This design comes from an exercise in tuning for small area, a short achievable clock period and few clock cycles per item on the open sky130 flow, not from production work.
Only simulation tests tie the RTL to the original design; equivalence was not proved.

==> flow/design.v <==
module gc_kconst (
    input  wire [5:0]  t,
    output reg  [31:0] k1,
    output reg  [31:0] k2
);
    always @(*) begin
        case (t)
            6'd0: k1 = 32'h428a2f98;
            6'd1: k1 = 32'h71374491;
            6'd2: k1 = 32'hb5c0fbcf;
            6'd3: k1 = 32'he9b5dba5;
            6'd4: k1 = 32'h3956c25b;
            6'd5: k1 = 32'h59f111f1;
            6'd6: k1 = 32'h923f82a4;
            6'd7: k1 = 32'hab1c5ed5;
            6'd8: k1 = 32'hd807aa98;
            6'd9: k1 = 32'h12835b01;
            6'd10: k1 = 32'h243185be;
            6'd11: k1 = 32'h550c7dc3;
            6'd12: k1 = 32'h72be5d74;
            6'd13: k1 = 32'h80deb1fe;
            6'd14: k1 = 32'h9bdc06a7;
            6'd15: k1 = 32'hc19bf174;
            6'd16: k1 = 32'he49b69c1;
            6'd17: k1 = 32'hefbe4786;
            6'd18: k1 = 32'h0fc19dc6;
            6'd19: k1 = 32'h240ca1cc;
            6'd20: k1 = 32'h2de92c6f;
            6'd21: k1 = 32'h4a7484aa;
            6'd22: k1 = 32'h5cb0a9dc;
            6'd23: k1 = 32'h76f988da;
            6'd24: k1 = 32'h983e5152;
            6'd25: k1 = 32'ha831c66d;
            6'd26: k1 = 32'hb00327c8;
            6'd27: k1 = 32'hbf597fc7;
            6'd28: k1 = 32'hc6e00bf3;
            6'd29: k1 = 32'hd5a79147;
            6'd30: k1 = 32'h06ca6351;
            6'd31: k1 = 32'h14292967;
            6'd32: k1 = 32'h27b70a85;
            6'd33: k1 = 32'h2e1b2138;
            6'd34: k1 = 32'h4d2c6dfc;
            6'd35: k1 = 32'h53380d13;
            6'd36: k1 = 32'h650a7354;
            6'd37: k1 = 32'h766a0abb;
            6'd38: k1 = 32'h81c2c92e;
            6'd39: k1 = 32'h92722c85;
            6'd40: k1 = 32'ha2bfe8a1;
            6'd41: k1 = 32'ha81a664b;
            6'd42: k1 = 32'hc24b8b70;
            6'd43: k1 = 32'hc76c51a3;
            6'd44: k1 = 32'hd192e819;
            6'd45: k1 = 32'hd6990624;
            6'd46: k1 = 32'hf40e3585;
            6'd47: k1 = 32'h106aa070;
            6'd48: k1 = 32'h19a4c116;
            6'd49: k1 = 32'h1e376c08;
            6'd50: k1 = 32'h2748774c;
            6'd51: k1 = 32'h34b0bcb5;
            6'd52: k1 = 32'h391c0cb3;
            6'd53: k1 = 32'h4ed8aa4a;
            6'd54: k1 = 32'h5b9cca4f;
            6'd55: k1 = 32'h682e6ff3;
            6'd56: k1 = 32'h748f82ee;
            6'd57: k1 = 32'h78a5636f;
            6'd58: k1 = 32'h84c87814;
            6'd59: k1 = 32'h8cc70208;
            6'd60: k1 = 32'h90befffa;
            6'd61: k1 = 32'ha4506ceb;
            6'd62: k1 = 32'hbef9a3f7;
            default: k1 = 32'hc67178f2;
        endcase
    end
    always @(*) begin
        case (t)
            6'd0: k2 = 32'hc28a2f98;
            6'd1: k2 = 32'h71374491;
            6'd2: k2 = 32'hb5c0fbcf;
            6'd3: k2 = 32'he9b5dba5;
            6'd4: k2 = 32'h3956c25b;
            6'd5: k2 = 32'h59f111f1;
            6'd6: k2 = 32'h923f82a4;
            6'd7: k2 = 32'hab1c5ed5;
            6'd8: k2 = 32'hd807aa98;
            6'd9: k2 = 32'h12835b01;
            6'd10: k2 = 32'h243185be;
            6'd11: k2 = 32'h550c7dc3;
            6'd12: k2 = 32'h72be5d74;
            6'd13: k2 = 32'h80deb1fe;
            6'd14: k2 = 32'h9bdc06a7;
            6'd15: k2 = 32'hc19bf374;
            6'd16: k2 = 32'h649b69c1;
            6'd17: k2 = 32'hf0fe4786;
            6'd18: k2 = 32'h0fe1edc6;
            6'd19: k2 = 32'h240cf254;
            6'd20: k2 = 32'h4fe9346f;
            6'd21: k2 = 32'h6cc984be;
            6'd22: k2 = 32'h61b9411e;
            6'd23: k2 = 32'h16f988fa;
            6'd24: k2 = 32'hf2c65152;
            6'd25: k2 = 32'ha88e5a6d;
            6'd26: k2 = 32'hb019fc65;
            6'd27: k2 = 32'hb9d99ec7;
            6'd28: k2 = 32'h9a1231c3;
            6'd29: k2 = 32'he70eeaa0;
            6'd30: k2 = 32'hfdb1232b;
            6'd31: k2 = 32'hc7353eb0;
            6'd32: k2 = 32'h3069bad5;
            6'd33: k2 = 32'hcb976d5f;
            6'd34: k2 = 32'h5a0f118f;
            6'd35: k2 = 32'hdc1eeefd;
            6'd36: k2 = 32'h0a35b689;
            6'd37: k2 = 32'hde0b7a04;
            6'd38: k2 = 32'h58f4ca9d;
            6'd39: k2 = 32'he15d5b16;
            6'd40: k2 = 32'h007f3e86;
            6'd41: k2 = 32'h37088980;
            6'd42: k2 = 32'ha507ea32;
            6'd43: k2 = 32'h6fab9537;
            6'd44: k2 = 32'h17406110;
            6'd45: k2 = 32'h0d8cd6f1;
            6'd46: k2 = 32'hcdaa3b6d;
            6'd47: k2 = 32'hc0bbbe37;
            6'd48: k2 = 32'h83613bda;
            6'd49: k2 = 32'hdb48a363;
            6'd50: k2 = 32'h0b02e931;
            6'd51: k2 = 32'h6fd15ca7;
            6'd52: k2 = 32'h521afaca;
            6'd53: k2 = 32'h31338431;
            6'd54: k2 = 32'h6ed41a95;
            6'd55: k2 = 32'h6d437890;
            6'd56: k2 = 32'hc39c91f2;
            6'd57: k2 = 32'h9eccabbd;
            6'd58: k2 = 32'hb5c9a0e6;
            6'd59: k2 = 32'h532fb63c;
            6'd60: k2 = 32'hd2c741c6;
            6'd61: k2 = 32'h07237ea3;
            6'd62: k2 = 32'ha4954b68;
            default: k2 = 32'h4c191d76;
        endcase
    end
endmodule
module grain_chain (
    input  wire         clk,
    input  wire         rst,
    input  wire         in_valid,
    output wire         in_ready,
    input  wire [1:0]   in_op,
    input  wire [31:0]  in_data,
    output reg          done,
    output reg  [1:0]   status,
    output wire [255:0] link,
    output wire [31:0]  seq
);
    localparam OP_KEY    = 2'd0;
    localparam OP_LOAD   = 2'd1;
    localparam OP_APPEND = 2'd2;
    localparam OP_CHECK  = 2'd3;
    localparam ST_OK       = 2'd0;
    localparam ST_VOID     = 2'd1;
    localparam ST_SEQ_GAP  = 2'd2;
    localparam ST_BAD_LINK = 2'd3;
    localparam E_IDLE = 4'd0;
    localparam E_SH   = 4'd1;    
    localparam E_PREP = 4'd2;    
    localparam E_C1   = 4'd3;    
    localparam E_FF1  = 4'd4;    
    localparam E_C2   = 4'd5;    
    localparam E_FF2  = 4'd6;    
    localparam E_CMP  = 4'd7;    
    localparam E_VG   = 4'd8;    
    localparam E_LDW  = 4'd9;    
    localparam [255:0] SHA_IV = {
        32'h6a09e667, 32'hbb67ae85, 32'h3c6ef372, 32'ha54ff53a,
        32'h510e527f, 32'h9b05688c, 32'h1f83d9ab, 32'h5be0cd19};
    function [31:0] bswap;
        input [31:0] x;
        begin
            bswap = {x[7:0], x[15:8], x[23:16], x[31:24]};
        end
    endfunction
    function [31:0] rotr;
        input [31:0] x;
        input [4:0]  n;
        begin
            rotr = (x >> n) | (x << (6'd32 - n));
        end
    endfunction
    function [31:0] csa_s;
        input [31:0] x, y, z;
        begin
            csa_s = x ^ y ^ z;
        end
    endfunction
    function [31:0] csa_c;
        input [31:0] x, y, z;
        begin
            csa_c = {(x[30:0] & y[30:0]) | (x[30:0] & z[30:0]) | (y[30:0] & z[30:0]), 1'b0};
        end
    endfunction
    integer i;
    reg [31:0]  w [0:15];
    reg [31:0]  a, b, c, d, e, f, g, h;
    reg [31:0]  hk;
    reg [255:0] link_r;
    reg [31:0]  seq_r;
    reg [3:0]   eng;
    reg [5:0]   rnd;
    reg [5:0]   ka;          
    reg [1:0]   hop;         
    reg         hvoid;
    reg         zc;          
    reg         fin;         
    reg         fin_key;
    reg         x_full;      
    reg [3:0]   icnt;        
    reg [1:0]   iop;
    reg         ivoid, igap;
    reg         rec_full;    
    assign link = link_r;
    assign seq  = seq_r;
    wire [1:0] cur_op = (icnt == 4'd0) ? in_op : iop;
    wire [3:0] last_word = (cur_op == OP_LOAD)  ? 4'd8 :
                           (cur_op == OP_CHECK) ? 4'd15 : 4'd7;
    wire apnd_pend = (hop == OP_APPEND) && ((eng == E_C2) || (eng == E_FF2));
    wire [31:0] seq_inc = seq_r + 32'd1;
    wire [31:0] seq_eff = (apnd_pend || (fin && !fin_key)) ? seq_inc : seq_r;
    wire up_free = ((eng == E_IDLE) ||
                    (((eng == E_C2) || (eng == E_FF2)) && (hop == OP_APPEND)) ||
                    ((eng == E_CMP) && x_full)) && !rec_full;
    assign in_ready = (icnt < 4'd8) ? up_free :
                      (iop == OP_LOAD) ? (eng == E_LDW) :
                      ((eng == E_VG) ||
                       (((eng == E_C2) || (eng == E_FF2) || (eng == E_CMP)) &&
                        (hop == OP_CHECK) && !x_full));
    wire take = in_valid && in_ready;
    wire [31:0] in_word = ((iop == OP_APPEND) && (icnt == 4'd3)) ? seq_eff : in_data;
    wire [31:0] k1, k2;
    gc_kconst u_k (.t(ka), .k1(k1), .k2(k2));
    wire        in_c1 = (eng == E_C1);
    wire        in_c2 = (eng == E_C2);
    wire        in_ff1 = (eng == E_FF1);
    wire        in_prep = (eng == E_PREP);
    wire [31:0] kc = (in_c2 || in_ff1) ? k2 : k1;
    wire [31:0] wv = in_c1 ? w[1] : in_prep ? w[0] : 32'd0;
    wire [31:0] hk_s = csa_s(g, kc, wv);
    wire [31:0] hk_c = csa_c(g, kc, wv);
    wire [31:0] hk_nx = hk_s + hk_c;
    wire [31:0] s0  = rotr(a, 5'd2) ^ rotr(a, 5'd13) ^ rotr(a, 5'd22);
    wire [31:0] s1  = rotr(e, 5'd6) ^ rotr(e, 5'd11) ^ rotr(e, 5'd25);
    wire [31:0] ch  = (e & f) ^ (~e & g);
    wire [31:0] maj = (a & b) ^ (a & c) ^ (b & c);
    wire [31:0] t1_s = csa_s(hk, s1, ch);
    wire [31:0] t1_c = csa_c(hk, s1, ch);
    wire [31:0] ne_s = csa_s(t1_s, t1_c, d);
    wire [31:0] ne_c = csa_c(t1_s, t1_c, d);
    wire [31:0] e_nx = ne_s + ne_c;
    wire [31:0] na1_s = csa_s(t1_s, t1_c, s0);
    wire [31:0] na1_c = csa_c(t1_s, t1_c, s0);
    wire [31:0] na_s  = csa_s(na1_s, na1_c, maj);
    wire [31:0] na_c  = csa_c(na1_s, na1_c, maj);
    wire [31:0] a_nx  = na_s + na_c;
    wire [31:0] ms0  = rotr(w[1], 5'd7) ^ rotr(w[1], 5'd18) ^ (w[1] >> 3);
    wire [31:0] ms1  = rotr(w[14], 5'd17) ^ rotr(w[14], 5'd19) ^ (w[14] >> 10);
    wire [31:0] nw1_s = csa_s(ms1, w[9], ms0);
    wire [31:0] nw1_c = csa_c(ms1, w[9], ms0);
    wire [31:0] nw_s  = csa_s(nw1_s, nw1_c, w[0]);
    wire [31:0] nw_c  = csa_c(nw1_s, nw1_c, w[0]);
    wire [31:0] w_new = nw_s + nw_c;
    reg [31:0] iv_a, iv_e;
    always @(*) begin
        case (rnd[1:0])
            2'd0: begin iv_a = SHA_IV[159:128]; iv_e = SHA_IV[31:0];   end
            2'd1: begin iv_a = SHA_IV[191:160]; iv_e = SHA_IV[63:32];  end
            2'd2: begin iv_a = SHA_IV[223:192]; iv_e = SHA_IV[95:64];  end
            default: begin iv_a = SHA_IV[255:224]; iv_e = SHA_IV[127:96]; end
        endcase
    end
    wire [31:0] ffa = (in_ff1 ? d : a) + (in_ff1 ? iv_a : w[3]);
    wire [31:0] ffe = (in_ff1 ? h : e) + (in_ff1 ? iv_e : w[7]);
    wire [255:0] lo_words = {w[0], w[1], w[2], w[3], w[4], w[5], w[6], w[7]};
    wire [255:0] up_words = {w[8], w[9], w[10], w[11], w[12], w[13], w[14], w[15]};
    wire         link_eq  = (lo_words == up_words);
    wire [31:0] pad_word = (hop != OP_KEY) ? 32'd0 :
                           (rnd[2:0] == 3'd0) ? 32'h80000000 :
                           (rnd[2:0] == 3'd7) ? 32'd256 : 32'd0;
    wire job_hash = rec_full && ((iop == OP_APPEND) ||
                                 ((iop == OP_CHECK) && !ivoid && !igap));
    wire shift_all = in_c1 || (eng == E_SH);
    wire shift_up  = shift_all || take;
    wire lo_ff     = in_ff1 || (eng == E_FF2) || (in_c2 && (rnd > 6'd60));
    wire lo_link   = (eng == E_CMP) && x_full && !link_eq;
    always @(posedge clk) begin
        if (shift_all) begin
            for (i = 0; i < 8; i = i + 1)
                w[i] <= w[i+1];
        end else if (lo_ff) begin
            w[0] <= ffa;
            w[1] <= w[0];
            w[2] <= w[1];
            w[3] <= w[2];
            w[4] <= ffe;
            w[5] <= w[4];
            w[6] <= w[5];
            w[7] <= w[6];
        end else if (lo_link) begin
            for (i = 0; i < 8; i = i + 1)
                w[i] <= link_r[255-32*i -: 32];
        end
        if (shift_up) begin
            for (i = 8; i < 15; i = i + 1)
                w[i] <= w[i+1];
            if (in_c1)
                w[15] <= w_new;
            else if (eng == E_SH)
                w[15] <= pad_word;
            else
                w[15] <= bswap(in_word);
        end
        hk <= hk_nx;
        if (in_c1 || in_c2) begin
            h <= g;
            g <= f;
            f <= e;
            e <= e_nx;
            d <= c;
            c <= b;
            b <= a;
            a <= a_nx;
        end else if (in_ff1) begin
            h <= g;
            g <= f;
            f <= e;
            e <= ffe;
            d <= c;
            c <= b;
            b <= a;
            a <= ffa;
        end else begin
            {a, b, c, d, e, f, g, h} <= SHA_IV;
            if (!in_prep)
                g <= SHA_IV[31:0];
        end
    end
    reg [5:0] rnd_nx;
    wire sh_end = zc ? rnd[4] : (rnd[2:0] == 3'd7);
    always @(*) begin
        rnd_nx = rnd + 6'd1;
        case (eng)
            E_IDLE:  rnd_nx = job_hash ? 6'd63 : 6'd0;
            E_SH:    if (sh_end) rnd_nx = 6'd63;
            E_PREP:  rnd_nx = 6'd0;
            E_C1:    if (rnd == 6'd63) rnd_nx = 6'd60;
            E_FF1:   if (rnd == 6'd63) rnd_nx = 6'd0;
            E_FF2:   rnd_nx = 6'd63;
            default: ;
        endcase
    end
    always @(posedge clk) begin
        rnd <= rnd_nx;
        ka  <= rnd_nx + 6'd1;
        if (rst) begin
            eng      <= E_SH;
            rnd      <= 6'd0;
            hop      <= OP_LOAD;
            hvoid    <= 1'b0;
            zc       <= 1'b1;
            fin      <= 1'b0;
            fin_key  <= 1'b0;
            x_full   <= 1'b0;
            icnt     <= 4'd0;
            iop      <= OP_KEY;
            ivoid    <= 1'b0;
            igap     <= 1'b0;
            rec_full <= 1'b0;
            seq_r    <= 32'd0;
            done     <= 1'b0;
            status   <= ST_OK;
        end else begin
            done <= 1'b0;
            fin  <= 1'b0;
            if (take) begin
                if (icnt == 4'd0) begin
                    iop   <= in_op;
                    ivoid <= 1'b0;
                    igap  <= 1'b0;
                    if (in_data[7:0] == 8'h00)
                        ivoid <= 1'b1;
                end
                if ((icnt == 4'd3) && (in_data != seq_eff))
                    igap <= 1'b1;
                if (icnt == 4'd7)
                    rec_full <= 1'b1;
                if ((icnt == 4'd15) && (eng != E_VG))
                    x_full <= 1'b1;
                if (icnt == last_word)
                    icnt <= 4'd0;
                else
                    icnt <= icnt + 4'd1;
            end
            if (fin) begin
                link_r <= lo_words;
                seq_r  <= fin_key ? 32'd0 : seq_inc;
                status <= ST_OK;
                done   <= 1'b1;
            end
            case (eng)
                E_IDLE: begin
                    if (rec_full) begin
                        rec_full <= 1'b0;
                        hop      <= iop;
                        hvoid    <= ivoid;
                        if (job_hash)
                            eng <= E_PREP;
                        else if (iop == OP_CHECK)
                            eng <= E_VG;
                        else
                            eng <= E_SH;
                    end
                end
                E_SH: begin
                    if (sh_end) begin
                        if (zc) begin
                            zc     <= 1'b0;
                            link_r <= lo_words;
                            eng    <= E_IDLE;
                        end else if (hop == OP_KEY) begin
                            eng <= E_PREP;
                        end else begin
                            eng <= E_LDW;
                        end
                    end
                end
                E_PREP: eng <= E_C1;
                E_C1: if (rnd == 6'd63) eng <= E_FF1;
                E_FF1: begin
                    if (rnd == 6'd63) begin
                        if (hop == OP_KEY) begin
                            fin     <= 1'b1;
                            fin_key <= 1'b1;
                            eng     <= E_IDLE;
                        end else begin
                            eng <= E_C2;
                        end
                    end
                end
                E_C2: if (rnd == 6'd63) eng <= E_FF2;
                E_FF2: begin
                    if (hop == OP_APPEND) begin
                        fin     <= 1'b1;
                        fin_key <= 1'b0;
                        if (job_hash) begin
                            rec_full <= 1'b0;
                            hop      <= iop;
                            eng      <= E_PREP;
                        end else begin
                            eng <= E_IDLE;
                        end
                    end else begin
                        eng <= E_CMP;
                    end
                end
                E_CMP: begin
                    if (x_full) begin
                        x_full <= 1'b0;
                        done   <= 1'b1;
                        eng    <= E_IDLE;
                        if (link_eq) begin
                            link_r <= lo_words;
                            seq_r  <= seq_inc;
                            status <= ST_OK;
                        end else begin
                            status <= ST_BAD_LINK;
                        end
                    end
                end
                E_VG: begin
                    if (take && (icnt == 4'd15)) begin
                        done   <= 1'b1;
                        status <= hvoid ? ST_VOID : ST_SEQ_GAP;
                        eng    <= E_IDLE;
                    end
                end
                default: begin
                    if (take) begin
                        link_r <= lo_words;
                        seq_r  <= in_data;
                        status <= ST_OK;
                        done   <= 1'b1;
                        eng    <= E_IDLE;
                    end
                end
            endcase
        end
    end
endmodule
==> flow/run.sh <==
#!/bin/bash
# synth_recipe.tcl (not shown) runs the flow's synth.tcl, then flattens the netlist and writes it again
# the make line also repeats each setting of config.mk as NAME=value (left out here)
make -C /OpenROAD-flow-scripts/flow DESIGN_CONFIG=/design/flow/config.mk WORK_HOME=/design/flow/orfs CLKGATE_MAP_FILE= SYNTH_SCRIPT=/design/flow/synth_recipe.tcl finish
==> flow/config.mk <==
export PLATFORM = sky130hd
export DESIGN_NAME = grain_chain
export DESIGN_NICKNAME = grain_chain
export VERILOG_FILES = /design/flow/design.v
export SDC_FILE = /design/flow/constraint.sdc
export NUM_CORES = 4
export LEC_CHECK = 0
export CAP_MARGIN = 40
export CORE_MARGIN = 2
export CORE_UTILIZATION = 40
export PLACE_DENSITY = 0.6
export SLEW_MARGIN = 30
==> flow/constraint.sdc <==
create_clock -name core_clock -period 9.5 [get_ports {clk}]
set_input_delay 1.9000 -clock core_clock [delete_from_list [all_inputs] [get_ports {clk}]]
set_output_delay 1.9000 -clock core_clock [all_outputs]
set_load 0.01 [all_outputs]
==> Flow_metrics.wiki <==
{| class="wikitable"
! Metric !! Value
|-
| Area overhead of the layout relative to synthesis || 15.0%
|-
| Worst Path Arrival || ~7200 ps
|-
| Average via count per standard cell || about 6.2
|-
| Number of gates resized after cts || 0
|-
| Xor/xnor cell area share of the yosys netlist || 0.0967
|-
| Routed length per placed instance || between 30 and 40 um
|-
| Post-synthesis simple-gate area fraction || 0.134
|-
| Final routed DRC violation total || 0
|-
| Number of nets with antenna violations after detailed routing || 0
|-
| Die outline area || between 150000 and 200000 sq um
|-
| Post-layout min period || around 6500 ps
|-
| Detailed placement HPWL || between 200000 and 300000 um
|-
| Worst EP required || about 10000 ps
|-
| Sequential element share of the synthesized area || 0.440
|-
| Routed wire length || 343000 um
|-
| Die span in x || around 430 um
|-
| Remaining Overflow, GRT || 0
|-
| Clock sink total || 1181
|-
| Cell taking the most area after synthesis || edfxtp_1
|-
| Crit end category || register
|-
| Ratio of final minimum period to clock period || 0.681
|-
| DRT iter0 DRCs || 8398
|-
| Syn nets || roughly 7.5k
|-
| Worst skew pair latency || between 800 and 900 ps
|-
| Total of warnings raised by yosys || 3
|-
| Number of cell instances on the worst register-to-register path || 18
|-
| Clock transition at path regs || 60 ps
|-
| Routability cong. || 1.06
|-
| Number of setup violations in the final report || 0
|-
| Number of flops mapped to enable cells by yosys || 768
|-
| Final-layout setup total negative slack || 0 ps
|-
| Gate count after technology mapping || 7010
|-
| Placement-stage cell area || roughly 77000 sq um
|-
| Count of different cell masters after synthesis || about 100
|-
| Setup skew after layout || ~64 ps
|-
| Max-slew violation count || 0
|-
| Post-route worst hold slack || 433 ps
|-
| Run status || timing/DRC/antenna clean
|-
| Area fraction in compound gates after synthesis || 0.147
|-
| Adder and majority gate portion of the synthesized area || 0.0961
|-
| Hold Path Class || register to register
|-
| Core area || roughly 180000 sq um
|-
| Antenna violations before repair || 21
|-
| Via count of the first global-routing pass || roughly 56k
|-
| Proportion of register bits with asynchronous set or reset after synthesis || 0
|-
| Cts hold-fix bufs || 0
|-
| Number of hold violations in the final report || 0
|-
| Rel. slew slack || 0.240
|-
| Highest fanout seen on the critical path || 42
|-
| Tot GR Track Use || 0.369
|-
| DRT Pass-1 Iters || 12
|-
| Fill cell instance count of the final layout || between 15k and 20k
|-
| TritonCTS clock tree || done
|-
| Critical path startpoint category || register
|-
| Wire length of the first global-routing pass || approximately 470000 um
|-
| Number of buffers between clock root and the deepest sink || 3
|-
| Top area cells in the synthesized netlist || edfxtp_1, dfxtp_1, fa_1, nand2_1, xor2_1
|-
| Post-layout net count || 7651
|-
| Fraction of final layout cells sized beyond drive strength 1 || 0.0759
|-
| Mapped Avg Cell Area || between 10 and 15 sq um
|-
| Starting Density || 0.404
|-
| Proportion of synthesized area in mux cells || 0.0513
|-
| Unrepaired setup endpoints after global routing || false
|-
| TritonCTS Buffers || 141
|-
| Total via count in the routed design || ~60k
|-
| Worst-margin pin slew || 1140 ps
|-
| Pin count of the biggest net entering global routing || 179
|-
| FMAX || ~150 MHz
|-
| Clock root buffer master || clkbuf_16
|-
| Max-capacitance violation count || 0
|-
| Chip Height || between 400 and 500 um
|-
| H-tree Lvls || 4
|-
| Primary flip-flop cell chosen by synthesis mapping || edfxtp_1
|-
| Post-synth top area share || 0.324
|-
| CP Class || register to register
|-
| Number of top-level pins || ~330
|-
| Post CTS Setup Buffer Count || 0
|-
| Number of buffers inserted by port buffering || ~330
|-
| Non-Filler Cell Area, Final || around 82000 sq um
|-
| Fin worst setup slack || between 3000 and 4000 ps
|-
| Cell Rows || between 150 and 200
|-
| Number of synthesized register bits || roughly 1.2k
|-
| Setup slack after placement || 3210 ps
|-
| Post-synthesis instance area || 71300 sq um
|-
| Cell depth of the worst hold path || 1
|-
| Combinational family with the most area after synthesis || compound AO/OA/AOI/OAI gates
|}
==> synthesized netlist by cell type, types with 65 or more instances <==
cell type,count
a21o_1,119
a31oi_1,65
o22ai_1,73
dfxtp_1,413
mux2_2,105
nor2_1,314
mux2_1,180
xor2_1,395
buf_2,66
inv_1,163
a21oi_1,354
o21ai_0,284
nand2b_1,143
a22oi_1,273
clkbuf_1,331
and2_1,112
ha_1,217
nor3_1,83
nand2_1,1002
edfxtp_1,768
fa_1,191
nor4_1,83
xnor2_1,390
nand3_1,104
==> cell usage in the layout, fill, tap and decap left out, drive strengths merged, types with 38 or more instances in the layout <==
master / n
edfxtp: 768
clkdlybuf4s50: 327
a21o: 119
ha: 217
a22oi: 273
nand2: 1004
nand4: 42
and2: 114
xnor2: 391
nand2b: 143
clkinv: 53
o21ai: 318
o211ai: 46
nor4: 84
nand3: 106
mux2: 285
a21oi: 357
nor3: 88
xor2: 395
a211oi: 38
inv: 169
o21a: 44
dfxtp: 413
buf: 170
o22ai: 73
a31oi: 65
clkbuf: 185
nor2: 321
fa: 191
mux2i: 42
==> area by class of cell <==
type | instances | area, sq um | area share
Multi-Input combinational cell | 5214 | 37600 | 0.458
Inverter | 166 | 631 | 0.00769
Sequential cell | 1181 | 31300 | 0.382
Timing Repair Buffer | 502 | 4910 | 0.0600
Clock inverter | 71 | 723 | 0.00882
Clock buffer | 182 | 3870 | 0.0472
Tap cell | 2340 | 2930 | 0.0357
Antenna cell | 9 | 22.5 | 0.000275
==> logic make-up (layout without fill, tap and decap cells) <==
logic type,count (synthesis),count (layout)
and+or+nand+nor,2066,2066
AOI/OAI and AO/OA,1595,1595
adders and majority gates,439,439
buffers and inverters,615,921
DFF,1181,1181
muxes,328,328
xor gates and xnor gates,786,786
other,0,9
==> layer usage <==
metal  global-route usage  up-vias  routed length, um
met1                0.467    29800             130000
li1                     -    25600                  -
met3               0.0728      763              31800
met4                0.252        8              27600
met2                0.568     3708             153000
met5                    0        -                 50
==> path summary, 6_finish.rpt <==
| kind | from | endpoint | slack, ps |
|---|---|---|---|
| worst max-delay path | rnd[0] | k2[16] | 3030 |
| worst min-delay path | f[15] | g[15] | 430 |
| worst max register to register | rnd[0] | k2[16] | 3030 |
| worst min register to register | f[15] | g[15] | 430 |
==> critical path: stages (launching register included) <==
cell     delay, ps
dfxtp_1        460
ha_1           640
ha_1           260
mux2_2         150
and2_1         140
o21ai_1         90
a21oi_1        160
buf_4          240
or2_2          390
ha_1           530
inv_1          420
ha_4           780
inv_2          310
buf_4          360
nand2_1        510
a22oi_1        160
o41ai_1        530
a31oi_1         80
a21oi_1        140
==> sequential cells by signal, indices dropped and copies added (netlist names), 32 cells and up <==
signal,flops
seq_r,32
e,32
k2,32
link_r,256
b,32
h,32
g,32
a,32
d,32
hk,32
k1,32
c,32
w,512
f,32
==> through the flow <==
step                       util  cells
after floorplan               -   7010
after global placement    0.435   9366
after detailed placement  0.437   9387
after CTS                 0.463   9640
after global routing      0.464   9657
final                     0.464   9665
Testbench counts, summed over its fixed seeds: cycles 42,292, records 320.

[static timing again, ports no longer ideal]
How much do the figures lean on ideal ports? The routed layout below was timed once more, with nothing changed but the port constraints.
Step 1 assumes that a clkbuf_16 drives the clock port and a buf_2 every other input.
Step 2 times the ports against the registers' clock, not the clock port: input delays grow and output delays shrink by t, the midpoint of the rising clock arrivals with the driver on.
a / b / c = no drivers / after step 1 / after step 2; a / b = the first two.
shift t [ns]: 0.867
setup WS [ns]: 3.027 / 3.027 / 3.027
latest minus earliest clock arrival (ns): 0.065 / 0.065
After both steps this run still meets setup and hold. For this run, drivers alone change the setup slack by 0.000 ns; drivers and shift together by 0.000 ns.
